Background: an optimization exercise with open tools, aiming at small area, a short achievable clock period and few clock cycles. Do not read the settings as production practice.
Function was checked by simulation only, so behaviour that the tests miss may differ from the original.
No activity file was given, so power comes from the tool's default toggle rates.

==> flow/design.v <==
module logic_core (
    input  wire        clk,
    input  wire        rst,
    input  wire        start,
    input  wire        cold,
    input  wire        rate_hi,
    input  wire [13:0] scan_ticks,
    output reg         done,
    output wire [13:0] imem_addr,
    input  wire [31:0] imem_rdata,
    output wire [11:0] bra_addr,
    input  wire        bra_data,
    output wire [11:0] brb_addr,
    input  wire        brb_data,
    output reg         bw_en,
    output wire [11:0] bw_addr,
    output reg         bw_data,
    output wire [11:0] wra_addr,
    input  wire [31:0] wra_data,
    output wire [11:0] wrb_addr,
    input  wire [31:0] wrb_data,
    output reg         ww_en,
    output wire [11:0] ww_addr,
    output reg  [31:0] ww_data,
    output wire [7:0]  st_addr,
    input  wire [33:0] st_rdata,
    output reg         st_we,
    output reg  [33:0] st_wdata
);
    localparam OP_NOP   = 6'h00, OP_MOVB = 6'h01, OP_NOTB = 6'h02, OP_AND  = 6'h03,
               OP_OR    = 6'h04, OP_XOR  = 6'h05, OP_SETB = 6'h06, OP_CLRB = 6'h07,
               OP_SETP  = 6'h08, OP_ANDP = 6'h09, OP_ORP  = 6'h0A, OP_NOTP = 6'h0B,
               OP_STP   = 6'h0C, OP_REDGE= 6'h0D, OP_FEDGE= 6'h0E,
               OP_MOV   = 6'h10, OP_MOVI = 6'h11, OP_ADD  = 6'h12, OP_SUB  = 6'h13,
               OP_MUL   = 6'h14, OP_DIV  = 6'h15, OP_ANDW = 6'h16, OP_ORW  = 6'h17,
               OP_XORW  = 6'h18,
               OP_EQ    = 6'h28, OP_LT   = 6'h29, OP_LE   = 6'h2A,
               OP_TON   = 6'h30, OP_TOF  = 6'h31, OP_TP   = 6'h32, OP_CTU  = 6'h33,
               OP_CTD   = 6'h34, OP_JMP  = 6'h3E, OP_END  = 6'h3F;
    localparam S_IDLE = 3'd0, S_RUN = 3'd1, S_MUL = 3'd2, S_DIV = 3'd3,
               S_DIVF = 3'd4, S_TIM = 3'd5, S_TIMF = 3'd6;
    reg [2:0]  state;
    reg [13:0] pc;           
    reg [31:0] ir;           
    reg [23:0] ir2;          
    reg        h2;           
    reg        pr;
    reg [11:0] annul;
    reg [7:0]  st_idx;
    reg        cold_r;
    reg        rate_r;
    reg [13:0] scan_r;
    reg [31:0] acc;          
    reg [31:0] q;            
    reg [4:0]  idx;          
    reg [3:0]  trem;         
    reg        qneg;         
    wire [5:0]  op  = ir[31:26];
    wire [1:0]  pf  = ir[25:24];
    wire [11:0] fd  = ir[23:12];
    wire [11:0] fs  = ir[11:0];
    wire [11:0] fx  = ir2[23:12];
    wire [11:0] fy  = ir2[11:0];
    wire is_timer   = (op == OP_TON) || (op == OP_TOF) || (op == OP_TP);
    wire is_counter = (op == OP_CTU) || (op == OP_CTD);
    wire is_tc      = is_timer || is_counter;
    wire is_edge    = (op == OP_REDGE) || (op == OP_FEDGE);
    wire is_owned   = is_tc || is_edge;
    wire cond = (pf == 2'b00) || (pf == 2'b01 && pr) || (pf == 2'b10 && !pr);
    wire exe  = (annul == 12'd0) && cond;
    assign imem_addr = pc;
    assign bra_addr  = fd;
    assign brb_addr  = fs;
    assign bw_addr   = fd;
    assign wra_addr  = is_tc ? fx : fd;
    assign wrb_addr  = is_tc ? fy : fs;
    assign ww_addr   = is_tc ? fx : fd;
    assign st_addr   = st_idx;
    wire        bd = bra_data;
    wire        bs = brb_data;
    wire [31:0] wd = wra_data;
    wire [31:0] ws = wrb_data;
    wire [31:0] st_c  = st_rdata[31:0];
    wire        st_f0 = st_rdata[32];
    wire        st_f1 = st_rdata[33];
    function [4:0] msb32;
        input [31:0] x;
        integer k;
        begin
            msb32 = 5'd0;
            for (k = 1; k < 32; k = k + 1)
                if (x[k]) msb32 = k[4:0];
        end
    endfunction
    function [5:0] nbits32;
        input [31:0] x;
        integer k;
        begin
            nbits32 = 6'd0;
            for (k = 0; k < 32; k = k + 1)
                if (x[k]) nbits32 = k[5:0] + 6'd1;
        end
    endfunction
    function [14:0] tl;
        input       d9;
        input [3:0] r;
        input [1:0] v;
        begin
            tl = 15'd0;
            case ({d9, r, v})
            {1'b0, 4'd0, 2'd0}: tl = {4'd0, 11'd0};
            {1'b0, 4'd0, 2'd1}: tl = {4'd1, 11'd208};
            {1'b0, 4'd0, 2'd2}: tl = {4'd2, 11'd416};
            {1'b0, 4'd0, 2'd3}: tl = {4'd0, 11'd625};
            {1'b0, 4'd1, 2'd0}: tl = {4'd1, 11'd1};
            {1'b0, 4'd1, 2'd1}: tl = {4'd2, 11'd209};
            {1'b0, 4'd1, 2'd2}: tl = {4'd0, 11'd418};
            {1'b0, 4'd1, 2'd3}: tl = {4'd1, 11'd626};
            {1'b0, 4'd2, 2'd0}: tl = {4'd2, 11'd2};
            {1'b0, 4'd2, 2'd1}: tl = {4'd0, 11'd211};
            {1'b0, 4'd2, 2'd2}: tl = {4'd1, 11'd419};
            {1'b0, 4'd2, 2'd3}: tl = {4'd2, 11'd627};
            {1'b1, 4'd0, 2'd0}: tl = {4'd0, 11'd0};
            {1'b1, 4'd0, 2'd1}: tl = {4'd4, 11'd69};
            {1'b1, 4'd0, 2'd2}: tl = {4'd8, 11'd138};
            {1'b1, 4'd0, 2'd3}: tl = {4'd3, 11'd208};
            {1'b1, 4'd1, 2'd0}: tl = {4'd4, 11'd0};
            {1'b1, 4'd1, 2'd1}: tl = {4'd8, 11'd69};
            {1'b1, 4'd1, 2'd2}: tl = {4'd3, 11'd139};
            {1'b1, 4'd1, 2'd3}: tl = {4'd7, 11'd208};
            {1'b1, 4'd2, 2'd0}: tl = {4'd8, 11'd0};
            {1'b1, 4'd2, 2'd1}: tl = {4'd3, 11'd70};
            {1'b1, 4'd2, 2'd2}: tl = {4'd7, 11'd139};
            {1'b1, 4'd2, 2'd3}: tl = {4'd2, 11'd209};
            {1'b1, 4'd3, 2'd0}: tl = {4'd3, 11'd1};
            {1'b1, 4'd3, 2'd1}: tl = {4'd7, 11'd70};
            {1'b1, 4'd3, 2'd2}: tl = {4'd2, 11'd140};
            {1'b1, 4'd3, 2'd3}: tl = {4'd6, 11'd209};
            {1'b1, 4'd4, 2'd0}: tl = {4'd7, 11'd1};
            {1'b1, 4'd4, 2'd1}: tl = {4'd2, 11'd71};
            {1'b1, 4'd4, 2'd2}: tl = {4'd6, 11'd140};
            {1'b1, 4'd4, 2'd3}: tl = {4'd1, 11'd210};
            {1'b1, 4'd5, 2'd0}: tl = {4'd2, 11'd2};
            {1'b1, 4'd5, 2'd1}: tl = {4'd6, 11'd71};
            {1'b1, 4'd5, 2'd2}: tl = {4'd1, 11'd141};
            {1'b1, 4'd5, 2'd3}: tl = {4'd5, 11'd210};
            {1'b1, 4'd6, 2'd0}: tl = {4'd6, 11'd2};
            {1'b1, 4'd6, 2'd1}: tl = {4'd1, 11'd72};
            {1'b1, 4'd6, 2'd2}: tl = {4'd5, 11'd141};
            {1'b1, 4'd6, 2'd3}: tl = {4'd0, 11'd211};
            {1'b1, 4'd7, 2'd0}: tl = {4'd1, 11'd3};
            {1'b1, 4'd7, 2'd1}: tl = {4'd5, 11'd72};
            {1'b1, 4'd7, 2'd2}: tl = {4'd0, 11'd142};
            {1'b1, 4'd7, 2'd3}: tl = {4'd4, 11'd211};
            {1'b1, 4'd8, 2'd0}: tl = {4'd5, 11'd3};
            {1'b1, 4'd8, 2'd1}: tl = {4'd0, 11'd73};
            {1'b1, 4'd8, 2'd2}: tl = {4'd4, 11'd142};
            {1'b1, 4'd8, 2'd3}: tl = {4'd8, 11'd211};
                default: tl = 15'd0;
            endcase
        end
    endfunction
    wire [31:0] s_ones  = ws ^ {32{ws[31]}};
    wire [4:0]  s_msb   = msb32(s_ones);                  
    wire [3:0]  m_top   = (s_ones == 32'd0) ? 4'd0 : ((s_msb + 5'd1) >> 1);
    wire [3:0]  m_dig   = (state == S_MUL) ? idx[3:0] : 4'd0;      
    wire [32:0] s_ext   = {ws, 1'b0};
    wire [2:0]  bdig    = s_ext[{m_dig, 1'b0} +: 3];
    wire        b_neg   = bdig[2] && !(bdig[1] && bdig[0]);
    wire        b_two   = (bdig == 3'b011) || (bdig == 3'b100);
    wire        b_zero  = (bdig == 3'b000) || (bdig == 3'b111);
    wire [31:0] b_mag   = b_zero ? 32'd0 : (b_two ? {wd[30:0], 1'b0} : wd);
    wire [31:0] b_op    = b_mag ^ {32{b_neg}};
    wire        a_neg   = wd[31];
    wire        d_neg   = ws[31];
    wire [5:0]  a_bits  = nbits32(wd ^ {32{a_neg}});
    wire [5:0]  d_bits  = nbits32(ws ^ {32{d_neg}});
    wire        d_zero  = (ws == 32'd0);
    wire        q_zero  = (a_bits + {5'd0, a_neg}) < d_bits;    
    wire        q_bit   = q[idx];
    wire        tp_start = bs && !st_f0 && !st_f1 && !cold_r;
    wire        tp_run   = st_f1 || tp_start;
    wire [31:0] t_base   = (op == OP_TP && tp_start) ? 32'd0 : st_c;
    wire [32:0] t_sum    = {1'b0, t_base} + {19'd0, scan_r};
    wire [31:0] t_newc   = t_sum[32] ? 32'hFFFF_FFFF : t_sum[31:0];
    wire [31:0] t_thr    = rate_r ? 32'd30923765 : 32'd10307922;
    wire        t_sat    = t_newc >= t_thr;
    wire        t_long   = (op == OP_TON && bs) || (op == OP_TOF && !bs && st_f1) ||
                           (op == OP_TP && tp_run);
    wire [14:0] t_step   = tl(rate_r, trem, q[{idx[3:0], 1'b0} +: 2]);
    wire [31:0] t_et     = qneg ? 32'h7FFF_FFFF : acc;
    wire        cnt_edge = bs && !st_f0 && !cold_r;
    wire [31:0] cv_inc   = wd + 32'd1;
    wire [31:0] cv_dec   = wd - 32'd1;
    wire        cu_move  = cnt_edge && (wd != 32'h7FFF_FFFF);
    wire        cd_move  = cnt_edge && (wd != 32'h8000_0000);
    reg  [31:0] cv_new;
    always @(*) begin
        if (op == OP_CTU) cv_new = cu_move ? cv_inc : wd;
        else              cv_new = cd_move ? cv_dec : wd;
    end
    reg  [32:0] add_a, add_b;
    reg         add_c;
    always @(*) begin
        add_a = {wd[31], wd};
        add_b = {ws[31], ws};
        add_c = 1'b0;
        case (state)
            S_MUL: begin
                add_a = {acc[30:0], 2'b00};
                add_b = {b_op[31], b_op};
                add_c = b_neg;
            end
            S_DIV: begin
                add_a = {acc, q_bit};
                add_b = d_neg ? {1'b1, ws} : ~{1'b0, ws};
                add_c = !d_neg;
            end
            S_DIVF: begin
                add_a = 33'd0;
                add_b = {1'b0, q ^ {32{qneg}}};
                add_c = qneg;
            end
            S_TIM: begin
                add_a = {acc[30:0], 2'b00};
                add_b = {22'd0, t_step[10:0]};
                add_c = 1'b0;
            end
            S_TIMF: begin
                add_a = {1'b0, t_et};
                add_b = ~{ws[31], ws};
                add_c = 1'b1;
            end
            default: begin
                case (op)
                    OP_MUL: begin
                        add_a = 33'd0;
                        add_b = {b_op[31], b_op};
                        add_c = b_neg;
                    end
                    OP_DIV: begin
                        add_a = 33'd0;
                        add_b = {1'b0, wd ^ {32{a_neg}}};
                        add_c = a_neg;
                    end
                    OP_ADD: ;
                    default: begin    
                        add_b = ~{ws[31], ws};
                        add_c = 1'b1;
                    end
                endcase
            end
        endcase
    end
    wire [32:0] sum = add_a + add_b + {32'd0, add_c};
    wire        lt  = sum[32];
    wire        eq  = (wd == ws);
    wire        cnt_q = (op == OP_CTU) ? (!lt || (cu_move && cv_inc == ws))
                                       : (cv_new[31] || cv_new == 32'd0);
    wire in_run  = (state == S_RUN);
    wire need2   = in_run && is_tc && !h2;            
    wire do_ex   = in_run && !need2;                  
    wire xe      = do_ex && exe;
    wire is_end  = (op == OP_END);
    reg fin;
    always @(*) begin
        fin = 1'b0;
        case (state)
            S_RUN: begin
                fin = do_ex && !is_end;
                if (xe) begin
                    if (op == OP_MUL && m_top != 4'd0) fin = 1'b0;
                    if (op == OP_DIV && !d_zero && !q_zero) fin = 1'b0;
                    if (is_timer && t_long) fin = 1'b0;
                end
            end
            S_MUL:  fin = (idx == 5'd0);
            S_DIVF: fin = 1'b1;
            S_TIMF: fin = 1'b1;
            default: fin = 1'b0;
        endcase
    end
    always @(*) begin
        done = do_ex && is_end;
    end
    wire t_done = !lt;       
    always @(*) begin
        bw_en    = 1'b0;
        bw_data  = 1'b0;
        ww_en    = 1'b0;
        ww_data  = sum[31:0];
        st_we    = 1'b0;
        st_wdata = 34'd0;
        case (state)
            S_RUN: if (xe) begin
                case (op)
                    OP_MOVB:  begin bw_en = 1'b1; bw_data = bs;      end
                    OP_NOTB:  begin bw_en = 1'b1; bw_data = !bs;     end
                    OP_AND:   begin bw_en = 1'b1; bw_data = bd & bs; end
                    OP_OR:    begin bw_en = 1'b1; bw_data = bd | bs; end
                    OP_XOR:   begin bw_en = 1'b1; bw_data = bd ^ bs; end
                    OP_SETB:  begin bw_en = 1'b1; bw_data = 1'b1;    end
                    OP_CLRB:  begin bw_en = 1'b1; bw_data = 1'b0;    end
                    OP_STP:   begin bw_en = 1'b1; bw_data = pr;      end
                    OP_REDGE: begin
                        bw_en    = 1'b1;
                        bw_data  = bs && !st_f0 && !cold_r;
                        st_we    = 1'b1;
                        st_wdata = {1'b0, bs, 32'd0};
                    end
                    OP_FEDGE: begin
                        bw_en    = 1'b1;
                        bw_data  = st_f0 && !bs && !cold_r;
                        st_we    = 1'b1;
                        st_wdata = {1'b0, bs, 32'd0};
                    end
                    OP_MOV:   begin ww_en = 1'b1; ww_data = ws; end
                    OP_MOVI:  begin ww_en = 1'b1; ww_data = {{20{fs[11]}}, fs}; end
                    OP_ADD, OP_SUB: ww_en = 1'b1;
                    OP_MUL:   ww_en = (m_top == 4'd0);
                    OP_DIV:   begin ww_en = d_zero || q_zero; ww_data = 32'd0; end
                    OP_ANDW:  begin ww_en = 1'b1; ww_data = wd & ws; end
                    OP_ORW:   begin ww_en = 1'b1; ww_data = wd | ws; end
                    OP_XORW:  begin ww_en = 1'b1; ww_data = wd ^ ws; end
                    OP_TON, OP_TOF, OP_TP: begin
                        ww_data = 32'd0;
                        if (!t_long) begin
                            bw_en = 1'b1;
                            st_we = 1'b1;
                            if (op == OP_TON) begin             
                                ww_en    = (fx != 12'hFFF);
                                bw_data  = 1'b0;
                                st_wdata = 34'd0;
                            end else if (op == OP_TOF && bs) begin
                                ww_en    = (fx != 12'hFFF);
                                bw_data  = 1'b1;
                                st_wdata = {2'b10, 32'd0};
                            end else if (op == OP_TOF) begin    
                                bw_data  = 1'b0;
                                st_wdata = {2'b00, st_c};
                            end else begin                       
                                bw_data  = 1'b0;
                                st_wdata = {1'b0, bs, st_c};
                            end
                        end
                    end
                    OP_CTU, OP_CTD: begin
                        bw_en    = 1'b1;
                        bw_data  = cnt_q;
                        ww_en    = 1'b1;
                        ww_data  = cv_new;
                        st_we    = 1'b1;
                        st_wdata = {1'b0, bs, 32'd0};
                    end
                    default: ;
                endcase
            end
            S_MUL:  ww_en = (idx == 5'd0);
            S_DIVF: ww_en = 1'b1;
            S_TIMF: begin
                bw_en   = 1'b1;
                st_we   = 1'b1;
                ww_en   = (fx != 12'hFFF);
                ww_data = t_et;
                case (op)
                    OP_TON: begin
                        bw_data  = t_done;
                        st_wdata = {2'b00, q};
                    end
                    OP_TOF: begin
                        bw_data  = !t_done;
                        st_wdata = {!t_done, 1'b0, q};
                    end
                    default: begin    
                        bw_data  = !t_done;
                        st_wdata = {!t_done, bs, q};
                    end
                endcase
            end
            default: ;
        endcase
    end
    always @(posedge clk) begin
        if (rst) begin
            state  <= S_IDLE;
            pc     <= 14'd0;
            h2     <= 1'b0;
            pr     <= 1'b0;
            annul  <= 12'd0;
            st_idx <= 8'd0;
        end else begin
            case (state)
                S_RUN: if (xe) begin
                    if (op == OP_MUL) begin
                        acc <= 32'd0;
                        idx <= {1'b0, m_top};
                        state <= (m_top != 4'd0) ? S_MUL : S_RUN;
                    end
                    if (op == OP_DIV) begin
                        acc  <= 32'd0;
                        q    <= sum[31:0];
                        idx  <= msb32(sum[31:0]);
                        qneg <= a_neg ^ d_neg;
                        if (!d_zero && !q_zero) state <= S_DIV;
                    end
                    if (is_timer) begin
                        acc  <= 32'd0;
                        trem <= 4'd0;
                        q    <= t_newc;
                        idx  <= {1'b0, msb32(t_newc) >> 1};
                        qneg <= t_sat;
                        if (t_long) state <= t_sat ? S_TIMF : S_TIM;
                    end
                end
                S_MUL: begin
                    acc <= sum[31:0];
                    idx <= idx - 5'd1;
                    if (idx == 5'd0) state <= S_RUN;
                end
                S_DIV: begin
                    acc    <= lt ? {acc[30:0], q_bit} : sum[31:0];
                    q[idx] <= !lt;
                    idx    <= idx - 5'd1;
                    if (idx == 5'd0) state <= S_DIVF;
                end
                S_DIVF: state <= S_RUN;
                S_TIM: begin
                    acc  <= sum[31:0];
                    trem <= t_step[14:11];
                    idx  <= idx - 5'd1;
                    if (idx == 5'd0) state <= S_TIMF;
                end
                S_TIMF: state <= S_RUN;
                default: ;
            endcase
            if (state == S_IDLE || (do_ex && is_end)) begin
                if (start) begin
                    ir     <= imem_rdata;
                    pc     <= (imem_rdata[31:26] == OP_END) ? 14'd0 : 14'd1;
                    h2     <= 1'b0;
                    pr     <= 1'b0;
                    annul  <= 12'd0;
                    st_idx <= 8'd0;
                    cold_r <= cold;
                    rate_r <= rate_hi;
                    scan_r <= scan_ticks;
                    state  <= S_RUN;
                end else begin
                    state  <= S_IDLE;
                    pc     <= 14'd0;
                end
            end else if (need2) begin
                ir2 <= imem_rdata[23:0];
                pc  <= pc + 14'd1;
                h2  <= 1'b1;
            end else if (fin) begin
                ir  <= imem_rdata;
                pc  <= (imem_rdata[31:26] == OP_END) ? 14'd0 : pc + 14'd1;
                h2  <= 1'b0;
                if (annul != 12'd0)
                    annul <= annul - 12'd1;
                else if (exe && op == OP_JMP)
                    annul <= fs;
                if (is_owned)
                    st_idx <= st_idx + 8'd1;
                if (exe) begin
                    case (op)
                        OP_SETP: pr <= bs;
                        OP_ANDP: pr <= pr & bs;
                        OP_ORP:  pr <= pr | bs;
                        OP_NOTP: pr <= !pr;
                        OP_EQ:   pr <= eq;
                        OP_LT:   pr <= lt;
                        OP_LE:   pr <= lt || eq;
                        default: ;
                    endcase
                end
            end
        end
    end
endmodule
==> flow/run.sh <==
#!/bin/bash
# synth_recipe.tcl (not shown) runs the flow's synth.tcl, then flattens the netlist and writes it again
# the make line also repeats each setting of config.mk as NAME=value (left out here)
make -C /OpenROAD-flow-scripts/flow DESIGN_CONFIG=/design/flow/config.mk WORK_HOME=/design/flow/orfs CLKGATE_MAP_FILE= SYNTH_SCRIPT=/design/flow/synth_recipe.tcl finish
==> flow/config.mk <==
export PLATFORM = sky130hd
export DESIGN_NAME = logic_core
export DESIGN_NICKNAME = logic_core
export VERILOG_FILES = /design/flow/design.v
export SDC_FILE = /design/flow/constraint.sdc
export NUM_CORES = 4
export LEC_CHECK = 0
export CAP_MARGIN = 20
export CORE_MARGIN = 2
export CORE_UTILIZATION = 40
export SLEW_MARGIN = 20
==> flow/constraint.sdc <==
create_clock -name core_clock -period 22.0 [get_ports {clk}]
set_input_delay 4.4000 -clock core_clock [delete_from_list [all_inputs] [get_ports {clk}]]
set_output_delay 4.4000 -clock core_clock [all_outputs]
set_load 0.01 [all_outputs]
==> flow_summary.yaml, run 1 <==
drt:
  route.vias.total: 32678
  post-route-drc-count: 0
  wl_um: 140000
  viasPerCell: 6.77
  ant_nets: 0
  wl_per_cell_um: 29.0
  first_iter_violations: 4678
  dr.pass1.iters: 7
logic_synthesis:
  syn_avg_cell_area_um2: 7.32
  yosysWarnings: 1
  yosysTopAreaCell: "edfxtp_1"
  synth_fp_nets: 4117
  synth_top_family_by_area: "compound AO/OA/AOI/OAI gates"
  synth_edf_count: 146
  synth.top_cell.area_share_pct: 15.7
  yosysMostFrequentCell: "nand2_1"
  synth_simple_gate_area_share_pct: 21.7
  seq_area_frac_synth_pct: 18.5
  synth_common_cells: "nand2_1, nor2_1, o21ai_0"
  synth_fa_ha_area_share_pct: 6.99
  synth_ff_type: "edfxtp_1"
  synth.area.mux_share_pct: 4.72
  netlist_area_mm2: 0.0279
  synth.distinct_cells: 100
  ys_async_sr_fraction_pct: 0
  synth_xor_area_share_pct: 8.10
  yosys-top-cells-area: "edfxtp_1, ha_1, xnor2_1, o21ai_0, nand2_1"
  synthCells: 3812
  ys_seq_elements: 185
  synth-compound-area-share_pct: 32.5
setup_path:
  r2r-end: "q[30]"
  criticalPathCategory: "input pin to output pin"
  required_ps: 17600
  crit_path_end_kind: "output pin"
  critPathArrivalTime_ps: 12370
  critPathLaunchType: "input pin"
  worst-r2r-cell-count: 29
  regToRegStartpoint: "idx[1]"
  r2r_slack_ps: 12370
  path_max_fanout: 34
global_routing:
  overflow: 0
  first_global_vias: 29769
  grt_pass1_wl_um: 202000
  antenna_found_initial: 10
  grtUsageTotal_pct: 37.7
  grt_max_degree: 83
place:
  port_buffers: 315
  hpwl_um: 107000
  place_inst: 4786
  gp_congestion: 1.04
cts:
  cts_tree: "done"
  cts-resized-gates: 0
  cts_root_buffer: "clkbuf_16"
  clockBufferDepth: 2
  cts-htree-levels: 4
  clkLatencyLatePin_ps: 510
  post-cts-setup-buffers: 0
  numCtsBuffers: 17
  cts.sinks: 185
  clk_pin_slew_ps: 80
  ctsHoldBuffers: 0
min_path:
  whs_path_depth: 2
  min_from: "h2"
  min_to: "h2"
  hold_path_class: "register to register"
sta:
  period_share_pct: 76.2
  finalSetupViolations: 0
  rsz0062_at_grt: "false"
  holdWs_ps: 459
  hold_viol: 0
  fmax_ghz: 0.0596
  tightest_slew_ps: 1190
  slew_violations: 0
  finClkSkew_ps: 23.7
  finalSetupTns_ps: 0
  slew_headroom_pct: 19.9
  period_minus_slack_ps: 16770
floorplan:
  die-area_mm2: 0.0719
  core_area_mm2: 0.0688
  start_util_pct: 40.5
  rows: 96
  die_y_um: 268
  ios: 316
  die_w_um: 268
cells_and_area:
  fin_cells: 4828
  final-seq-area_mm2: 0.00517
  nets: 4179
  fillers: 7018
  drive_gt1_share_pct: 6.82
  area_delta_synth_final_pct: 15.0
  multiInputGateArea_mm2: 0.0208
status:
  status: "complete, no violations"
power:
  peakVddDrop_mv: 0.0559
  total_power_mw: 2.34
  internal_power_mw: 1.16
  power_frac_clock_pct: 14.4
  p_per_area_mw_per_mm2: 73.0
  power.leakage_nw: 11.2
  p_seq_share_pct: 20.1
  switching_share_pct: 50.6
  power.switching_mw: 1.19
  combPwrFrac_pct: 65.5
job:
  drv_cap: 0
-- kinds of logic (layout without fill, tap and decap cells) --
family / Yosys count / in the layout
fa+ha+maj: 154 / 154
mux: 105 / 105
flops: 185 / 185
compound gates: 1355 / 1355
simple gates: 1261 / 1261
other cells: 0 / 10
xor+xnor: 258 / 258
buf+inv: 494 / 569
-- power by group through the flow --
| stage | logic, mW | registers, mW | clock network (mW) |
|---|---|---|---|
| CTS | 1.49 | 0.469 | 0.341 |
| global route | 1.64 | 0.475 | 0.353 |
| global placement | 1.49 | 0.476 | 0 |
| floorplan | 0.976 | 0.446 | 0 |
| detailed placement | 1.49 | 0.477 | 0 |
| finish | 1.53 | 0.471 | 0.337 |
-- flip-flops by register name, summed over array words and instances (netlist names) --
signal	count
st_idx	8
pr	1
h2	1
rate_r	1
ir2	24
q	32
state	3
ir	32
qneg	1
pc	14
trem	4
scan_r	14
idx	5
acc	32
annul	12
cold_r	1
-- critical path: stages --
cell and delay [ps]:
clkdlybuf4s50_1 960, inv_1 240, a221oi_1 340, o32ai_1 190
a22oi_4 250, buf_4 510, inv_1 140, a21oi_1 140
o21ai_0 130, o211ai_1 170, o21ai_0 140, fa_1 470
fa_1 530, nand2b_1 180, a21boi_1 250, o21ai_1 190
a311o_1 460, a21o_1 240, a21oi_1 260, a31oi_1 160
o41ai_1 350, a21oi_1 200, xor2_4 180, buf_4 260
o32ai_1 330, clkdlybuf4s50_1 630
-- cells in the final DEF, fill, tap and decap left out, types with 64 or more instances in the layout --
| cell type | instances |
|---|---|
| o22ai_1 | 64 |
| a31oi_1 | 108 |
| nand2_1 | 363 |
| a21oi_1 | 248 |
| xnor2_1 | 192 |
| edfxtp_1 | 146 |
| nand3_1 | 113 |
| buf_4 | 97 |
| clkdlybuf4s50_1 | 312 |
| o21ai_0 | 325 |
| nor3_1 | 108 |
| xor2_1 | 64 |
| ha_1 | 151 |
| nor2_1 | 321 |
| inv_1 | 109 |
-- final cells by class --
type,count,area share (%)
diodes,10,0.0780
clock buffers,17,1.33
clock inverters,15,0.601
inverters,125,1.46
multi-input cells,3133,64.7
flip-flops and latches,185,16.1
well taps,931,3.63
repair buffers,412,12.0
-- worst max path at each step --
stage                    to  cells past startpoint  slack, ps         start
2_1_floorplan  st_wdata[33]                     27       7160  wrb_data[31]
3_3_place_gp        bw_data                     27       5470   wrb_data[5]
3_5_place_dp        bw_data                     27       5420   wrb_data[5]
4_1_cts             bw_data                     27       5400   wrb_data[5]
5_1_grt        st_wdata[33]                     26       4740   wrb_data[5]
6_report       st_wdata[33]                     26       5230   wrb_data[5]
-- routing by layer --
metal  global-route usage [%]  routed length [um]
met5                        0                  14
met4                     23.0                9770
met3                     8.28               14500
met2                     56.9               60500
met1                     49.0               55400
-- metrics by stage --
stage	setup slack (ps)	util (%)	cell area [um^2]
floorplan	7160	-	27900
CTS	5400	46.6	32100
global route	4740	46.6	32100
detailed placement	5420	45.7	31400
finish	5230	46.6	32100
global placement	5470	45.7	31400
Testbench counts, summed over its fixed seeds: cycles 315,085.
==> run 2, diff against run 1 <==
--- a/flow/design.v
+++ b/flow/design.v
@@ -14,5 +14,5 @@
     input  wire        brb_data,
-    output reg         bw_en,
+    output wire        bw_en,
     output wire [11:0] bw_addr,
-    output reg         bw_data,
+    output wire        bw_data,
     output wire [11:0] wra_addr,
@@ -21,5 +21,5 @@
     input  wire [31:0] wrb_data,
-    output reg         ww_en,
+    output wire        ww_en,
     output wire [11:0] ww_addr,
-    output reg  [31:0] ww_data,
+    output wire [31:0] ww_data,
     output wire [7:0]  st_addr,
@@ -39,5 +39,5 @@
                OP_CTD   = 6'h34, OP_JMP  = 6'h3E, OP_END  = 6'h3F;
-    localparam S_IDLE = 3'd0, S_RUN = 3'd1, S_MUL = 3'd2, S_DIV = 3'd3,
-               S_DIVF = 3'd4, S_TIM = 3'd5, S_TIMF = 3'd6;
-    reg [2:0]  state;
+    localparam S_IDLE = 4'd0, S_RUN = 4'd1, S_MUL = 4'd2, S_DIV = 4'd3,
+               S_DIVF = 4'd4, S_TIM = 4'd5, S_TIMF = 4'd6, S_TIMW = 4'd7;
+    reg [3:0]  state;
     reg [13:0] pc;           
@@ -57,2 +57,8 @@
     reg        qneg;         
+    reg        tdone;        
+    reg        w_ben, w_bdat, w_wen;
+    reg [11:0] w_baddr, w_waddr;
+    reg [31:0] w_wdat;
+    reg        e_bw_en, e_bw_data, e_ww_en;
+    reg [31:0] e_ww_data;
     wire [5:0]  op  = ir[31:26];
@@ -73,11 +79,15 @@
     assign brb_addr  = fs;
-    assign bw_addr   = fd;
     assign wra_addr  = is_tc ? fx : fd;
     assign wrb_addr  = is_tc ? fy : fs;
-    assign ww_addr   = is_tc ? fx : fd;
+    assign bw_en     = w_ben;
+    assign bw_addr   = w_baddr;
+    assign bw_data   = w_bdat;
+    assign ww_en     = w_wen;
+    assign ww_addr   = w_waddr;
+    assign ww_data   = w_wdat;
     assign st_addr   = st_idx;
-    wire        bd = bra_data;
-    wire        bs = brb_data;
-    wire [31:0] wd = wra_data;
-    wire [31:0] ws = wrb_data;
+    wire        bd = (w_ben && w_baddr == fd) ? w_bdat : bra_data;
+    wire        bs = (w_ben && w_baddr == fs) ? w_bdat : brb_data;
+    wire [31:0] wd = (w_wen && w_waddr == wra_addr) ? w_wdat : wra_data;
+    wire [31:0] ws = (w_wen && w_waddr == wrb_addr) ? w_wdat : wrb_data;
     wire [31:0] st_c  = st_rdata[31:0];
@@ -165,4 +175,4 @@
     wire [3:0]  m_top   = (s_ones == 32'd0) ? 4'd0 : ((s_msb + 5'd1) >> 1);
-    wire [3:0]  m_dig   = (state == S_MUL) ? idx[3:0] : 4'd0;      
-    wire [32:0] s_ext   = {ws, 1'b0};
+    wire [32:0] s_ext   = {q, 1'b0};      
+    wire [3:0]  m_dig   = idx[3:0];
     wire [2:0]  bdig    = s_ext[{m_dig, 1'b0} +: 3];
@@ -228,3 +238,3 @@
             end
-            S_TIMF: begin
+            S_TIMF, S_TIMW: begin
                 add_a = {1'b0, t_et};
@@ -235,7 +245,2 @@
                 case (op)
-                    OP_MUL: begin
-                        add_a = 33'd0;
-                        add_b = {b_op[31], b_op};
-                        add_c = b_neg;
-                    end
                     OP_DIV: begin
@@ -271,3 +276,3 @@
                 if (xe) begin
-                    if (op == OP_MUL && m_top != 4'd0) fin = 1'b0;
+                    if (op == OP_MUL) fin = 1'b0;
                     if (op == OP_DIV && !d_zero && !q_zero) fin = 1'b0;
@@ -278,3 +283,3 @@
             S_DIVF: fin = 1'b1;
-            S_TIMF: fin = 1'b1;
+            S_TIMW: fin = 1'b1;
             default: fin = 1'b0;
@@ -283,10 +288,6 @@
     always @(*) begin
-        done = do_ex && is_end;
-    end
-    wire t_done = !lt;       
-    always @(*) begin
-        bw_en    = 1'b0;
-        bw_data  = 1'b0;
-        ww_en    = 1'b0;
-        ww_data  = sum[31:0];
+        e_bw_en    = 1'b0;
+        e_bw_data  = 1'b0;
+        e_ww_en    = 1'b0;
+        e_ww_data  = sum[31:0];
         st_we    = 1'b0;
@@ -296,13 +297,13 @@
                 case (op)
-                    OP_MOVB:  begin bw_en = 1'b1; bw_data = bs;      end
-                    OP_NOTB:  begin bw_en = 1'b1; bw_data = !bs;     end
-                    OP_AND:   begin bw_en = 1'b1; bw_data = bd & bs; end
-                    OP_OR:    begin bw_en = 1'b1; bw_data = bd | bs; end
-                    OP_XOR:   begin bw_en = 1'b1; bw_data = bd ^ bs; end
-                    OP_SETB:  begin bw_en = 1'b1; bw_data = 1'b1;    end
-                    OP_CLRB:  begin bw_en = 1'b1; bw_data = 1'b0;    end
-                    OP_STP:   begin bw_en = 1'b1; bw_data = pr;      end
+                    OP_MOVB:  begin e_bw_en = 1'b1; e_bw_data = bs;      end
+                    OP_NOTB:  begin e_bw_en = 1'b1; e_bw_data = !bs;     end
+                    OP_AND:   begin e_bw_en = 1'b1; e_bw_data = bd & bs; end
+                    OP_OR:    begin e_bw_en = 1'b1; e_bw_data = bd | bs; end
+                    OP_XOR:   begin e_bw_en = 1'b1; e_bw_data = bd ^ bs; end
+                    OP_SETB:  begin e_bw_en = 1'b1; e_bw_data = 1'b1;    end
+                    OP_CLRB:  begin e_bw_en = 1'b1; e_bw_data = 1'b0;    end
+                    OP_STP:   begin e_bw_en = 1'b1; e_bw_data = pr;      end
                     OP_REDGE: begin
-                        bw_en    = 1'b1;
-                        bw_data  = bs && !st_f0 && !cold_r;
+                        e_bw_en    = 1'b1;
+                        e_bw_data  = bs && !st_f0 && !cold_r;
                         st_we    = 1'b1;
@@ -311,4 +312,4 @@
                     OP_FEDGE: begin
-                        bw_en    = 1'b1;
-                        bw_data  = st_f0 && !bs && !cold_r;
+                        e_bw_en    = 1'b1;
+                        e_bw_data  = st_f0 && !bs && !cold_r;
                         st_we    = 1'b1;
@@ -316,28 +317,27 @@
                     end
-                    OP_MOV:   begin ww_en = 1'b1; ww_data = ws; end
-                    OP_MOVI:  begin ww_en = 1'b1; ww_data = {{20{fs[11]}}, fs}; end
-                    OP_ADD, OP_SUB: ww_en = 1'b1;
-                    OP_MUL:   ww_en = (m_top == 4'd0);
-                    OP_DIV:   begin ww_en = d_zero || q_zero; ww_data = 32'd0; end
-                    OP_ANDW:  begin ww_en = 1'b1; ww_data = wd & ws; end
-                    OP_ORW:   begin ww_en = 1'b1; ww_data = wd | ws; end
-                    OP_XORW:  begin ww_en = 1'b1; ww_data = wd ^ ws; end
+                    OP_MOV:   begin e_ww_en = 1'b1; e_ww_data = ws; end
+                    OP_MOVI:  begin e_ww_en = 1'b1; e_ww_data = {{20{fs[11]}}, fs}; end
+                    OP_ADD, OP_SUB: e_ww_en = 1'b1;
+                    OP_DIV:   begin e_ww_en = d_zero || q_zero; e_ww_data = 32'd0; end
+                    OP_ANDW:  begin e_ww_en = 1'b1; e_ww_data = wd & ws; end
+                    OP_ORW:   begin e_ww_en = 1'b1; e_ww_data = wd | ws; end
+                    OP_XORW:  begin e_ww_en = 1'b1; e_ww_data = wd ^ ws; end
                     OP_TON, OP_TOF, OP_TP: begin
-                        ww_data = 32'd0;
+                        e_ww_data = 32'd0;
                         if (!t_long) begin
-                            bw_en = 1'b1;
+                            e_bw_en = 1'b1;
                             st_we = 1'b1;
                             if (op == OP_TON) begin             
-                                ww_en    = (fx != 12'hFFF);
-                                bw_data  = 1'b0;
+                                e_ww_en    = (fx != 12'hFFF);
+                                e_bw_data  = 1'b0;
                                 st_wdata = 34'd0;
                             end else if (op == OP_TOF && bs) begin
-                                ww_en    = (fx != 12'hFFF);
-                                bw_data  = 1'b1;
+                                e_ww_en    = (fx != 12'hFFF);
+                                e_bw_data  = 1'b1;
                                 st_wdata = {2'b10, 32'd0};
                             end else if (op == OP_TOF) begin    
-                                bw_data  = 1'b0;
+                                e_bw_data  = 1'b0;
                                 st_wdata = {2'b00, st_c};
                             end else begin                       
-                                bw_data  = 1'b0;
+                                e_bw_data  = 1'b0;
                                 st_wdata = {1'b0, bs, st_c};
@@ -347,6 +347,6 @@
                     OP_CTU, OP_CTD: begin
-                        bw_en    = 1'b1;
-                        bw_data  = cnt_q;
-                        ww_en    = 1'b1;
-                        ww_data  = cv_new;
+                        e_bw_en    = 1'b1;
+                        e_bw_data  = cnt_q;
+                        e_ww_en    = 1'b1;
+                        e_ww_data  = cv_new;
                         st_we    = 1'b1;
@@ -357,12 +357,12 @@
             end
-            S_MUL:  ww_en = (idx == 5'd0);
-            S_DIVF: ww_en = 1'b1;
-            S_TIMF: begin
-                bw_en   = 1'b1;
+            S_MUL:  e_ww_en = (idx == 5'd0);
+            S_DIVF: e_ww_en = 1'b1;
+            S_TIMW: begin
+                e_bw_en   = 1'b1;
                 st_we   = 1'b1;
-                ww_en   = (fx != 12'hFFF);
-                ww_data = t_et;
+                e_ww_en   = (fx != 12'hFFF);
+                e_ww_data = t_et;
                 case (op)
                     OP_TON: begin
-                        bw_data  = t_done;
+                        e_bw_data  = tdone;
                         st_wdata = {2'b00, q};
@@ -370,8 +370,8 @@
                     OP_TOF: begin
-                        bw_data  = !t_done;
-                        st_wdata = {!t_done, 1'b0, q};
+                        e_bw_data  = !tdone;
+                        st_wdata = {!tdone, 1'b0, q};
                     end
                     default: begin    
-                        bw_data  = !t_done;
-                        st_wdata = {!t_done, bs, q};
+                        e_bw_data  = !tdone;
+                        st_wdata = {!tdone, bs, q};
                     end
@@ -385,2 +385,5 @@
             state  <= S_IDLE;
+            done   <= 1'b0;
+            w_ben  <= 1'b0;
+            w_wen  <= 1'b0;
             pc     <= 14'd0;
@@ -391,2 +394,9 @@
         end else begin
+            done    <= do_ex && is_end;
+            w_ben   <= e_bw_en;
+            w_bdat  <= e_bw_data;
+            w_baddr <= fd;
+            w_wen   <= e_ww_en;
+            w_wdat  <= e_ww_data;
+            w_waddr <= is_tc ? fx : fd;
             case (state)
@@ -394,5 +404,6 @@
                     if (op == OP_MUL) begin
-                        acc <= 32'd0;
-                        idx <= {1'b0, m_top};
-                        state <= (m_top != 4'd0) ? S_MUL : S_RUN;
+                        acc   <= 32'd0;
+                        q     <= ws;
+                        idx   <= {1'b0, m_top};
+                        state <= S_MUL;
                     end
@@ -432,6 +443,12 @@
                 end
-                S_TIMF: state <= S_RUN;
+                S_TIMF: begin
+                    tdone <= !lt;      
+                    state <= S_TIMW;
+                end
+                S_TIMW: state <= S_RUN;
                 default: ;
             endcase
-            if (state == S_IDLE || (do_ex && is_end)) begin
+            if (do_ex && is_end) begin
+                state <= S_IDLE;
+            end else if (state == S_IDLE) begin
                 if (start) begin
@@ -447,5 +464,2 @@
                     state  <= S_RUN;
-                end else begin
-                    state  <= S_IDLE;
-                    pc     <= 14'd0;
                 end
==> run 2 against run 1 <==
Net effect: still clean; combinational power rose to 2.6 times the previous value; clock-buffer cell count increased by 15; via count grew 12%; clock power grew 59%; worst setup slack better by 4600 ps; clock skew is 1.1 ps higher; hold slack better by 16 ps; total power rose by 140%; critical path depth fell by 14; utilization up 0.25 points; critical path type unchanged; highest routed layer unchanged.
==> flow_summary.yaml, run 2 <==
global_routing:
  overflow: 0
  antenna_found_initial: 5
  grt_max_degree: 90
  first_global_vias: 33519
  grtUsageTotal_pct: 37.6
  grt_pass1_wl_um: 232000
sta:
  finalSetupTns_ps: 0
  holdWs_ps: 475
  finClkSkew_ps: 24.8
  slew_violations: 0
  fmax_ghz: 0.0822
  period_share_pct: 55.3
  finalSetupViolations: 0
  hold_viol: 0
  rsz0062_at_grt: "false"
  tightest_slew_ps: 1180
  slew_headroom_pct: 19.0
  period_minus_slack_ps: 12160
  finalWorstSetupSlack_ps: 9840
logic_synthesis:
  synth.area.mux_share_pct: 4.71
  yosysTopAreaCell: "edfxtp_1"
  synth_fa_ha_area_share_pct: 6.20
  yosys-top-cells-area: "edfxtp_1, xnor2_1, ha_1, a21oi_1, nand2_1"
  syn_avg_cell_area_um2: 7.50
  ys_seq_elements: 247
  synthCells: 4219
  synth_simple_gate_area_share_pct: 22.3
  synth_fp_nets: 4525
  netlist_area_mm2: 0.0316
  synth_ff_type: "edfxtp_1"
  synth.distinct_cells: 101
  seq_area_frac_synth_pct: 22.1
  yosysWarnings: 1
  synth_common_cells: "nand2_1, nor2_1, a21oi_1"
  synth.top_cell.area_share_pct: 19.4
  yosysMostFrequentCell: "nand2_1"
  synth_edf_count: 204
  synth_xor_area_share_pct: 9.22
  ys_async_sr_fraction_pct: 0
  synth-compound-area-share_pct: 29.1
  synth_top_family_by_area: "compound AO/OA/AOI/OAI gates"
setup_path:
  critPathArrivalTime_ps: 7760
  criticalPathCategory: "input pin to output pin"
  required_ps: 17600
  r2r_slack_ps: 11500
  crit_path_end_kind: "output pin"
  path_max_fanout: 32
  critPathLaunchType: "input pin"
drt:
  first_iter_violations: 5829
  dr.pass1.iters: 6
  post-route-drc-count: 0
  wl_um: 160000
  viasPerCell: 6.77
  wl_per_cell_um: 29.5
  ant_nets: 0
  route.vias.total: 36704
cells_and_area:
  final_cell_mix: "nand2_1, nor2_1, a21oi_1"
  nets: 4661
  drive_gt1_share_pct: 6.54
  fin_cells: 5425
  area_delta_synth_final_pct: 16.4
  antennaDiodeCount: 0
  final_common_cell: "nand2_1"
  final_area_mm2: 0.0368
  final_core_util_pct: 46.9
floorplan:
  die_y_um: 285
  die_w_um: 285
  die-area_mm2: 0.0814
  ios: 316
  core_area_mm2: 0.0786
  rows: 103
  start_util_pct: 40.3
place:
  pre_cts_ws_ps: 9980
  port_buffers: 315
  hpwl_um: 122000
  gp_congestion: 1.04
  place_area_mm2: 0.0358
  place_inst: 5371
cts:
  clkLatencyLatePin_ps: 630
  numCtsBuffers: 30
  clk_pin_slew_ps: 60
  clockBufferDepth: 3
  post-cts-setup-buffers: 0
  cts_root_buffer: "clkbuf_16"
  cts_tree: "done"
  cts.sinks: 247
  cts-resized-gates: 0
  ctsHoldBuffers: 0
  cts-htree-levels: 1
job:
  drv_cap: 0
power:
  p_per_area_mw_per_mm2: 150
  power.leakage_nw: 13.1
  peakVddDrop_mv: 0.169
  total_power_mw: 5.53
min_path:
  hold_path_class: "register to register"
status:
  status: "complete, no violations"
==> run 2: cell types whose count changed in the layout (fill, tap and decap cells not counted), sizes merged, moves of 47 or more <==
cell / delta
o21ai: -77
xnor2: +47
o221ai: +51
nor2: +64
edfxtp: +58
a221oi: +58
nand2: +94
mux2i: +55
a21oi: +95
==> run 2: worst paths after layout <==
kind	start	to	cells after the start
setup reg to reg	ir[31]	ir[15]	28
hold / removal	annul[1]	annul[1]	2
setup / recovery	brb_data	st_wdata[29]	12
hold reg to reg	annul[1]	annul[1]	2
==> run 2: layer usage <==
metal | global-route usage (%) | up-vias | wire, um
met5 | 0 | - | 69
met4 | 16.7 | 8 | 8440
met3 | 9.42 | 490 | 20500
met2 | 55.3 | 2726 | 67200
met1 | 51.7 | 17360 | 64000
li1 | - | 16120 | -
==> run 2: power breakdown <==
| group | leakage, nW | total [mW] | switching (mW) | internal (mW) |
|---|---|---|---|---|
| clock | 0.480 | 0.536 | 0.229 | 0.307 |
| combinational | 10.3 | 4.02 | 2.68 | 1.34 |
| sequential | 2.27 | 0.975 | 0.267 | 0.707 |
| total | 13.1 | 5.53 | 3.18 | 2.35 |
==> run 2: kinds of logic after synthesis <==
logic type / after synthesis
DFF: 247
buffers and inverters: 496
xor gates and xnor gates: 333
adders and majority gates: 155
AOI/OAI and AO/OA: 1365
muxes: 130
and+or+nand+nor: 1493
==> run 2: cell type report <==
type / instances / area (um^2)
clock inverter: 20 / 256
inverter: 156 / 586
sequential: 247 / 6990
fill: 8013 / 41800
tap: 1050 / 1310
multi-input combinational: 3476 / 22800
timing repair buffer: 444 / 4130
clock buffer: 32 / 758
==> run 2: critical path, stage by stage <==
cell             delay, ps
clkdlybuf4s50_1        450
mux2i_1                 70
buf_4                  200
nor3_1                 920
a21oi_1                 90
o22ai_1                200
nand2_1                160
nand3_1                170
nor2_2                  50
buf_4                  230
a32o_1                 300
clkdlybuf4s50_1        470
Testbench counts of run 2, summed over its fixed seeds: cycles 321,147.

port drivers added, routing unchanged:
No port has a modelled driver above. Below, the same layouts with a new extraction and two added sets of constraints.
Step 1, drivers: a clkbuf_16 drives clk and a buf_2 each remaining input, both assumed.
Step 2 moves the port delays by t, midway between the first and last clock arrival at a register: inputs arrive t later, outputs are due t later. That takes back most of the time a late clock gives input paths.
a / b / c = ideal / step 1 / step 2; a / b = the first two.
run | t, ns | slack for setup (ns) | slew at the worst register clock pin (ns) | cell pins on the clock port's net
run 1 | 0.569 | 5.226 / 5.205 / 5.205 | 0.09 / 0.09 | 1
run 2 | 0.688 | 9.836 / 9.805 / 9.805 | 0.08 / 0.08 | 1
After both steps setup and hold are still met in every run listed. For run 2, which loses most, drivers alone change the setup slack by -0.031 ns; drivers and shift together by -0.031 ns.
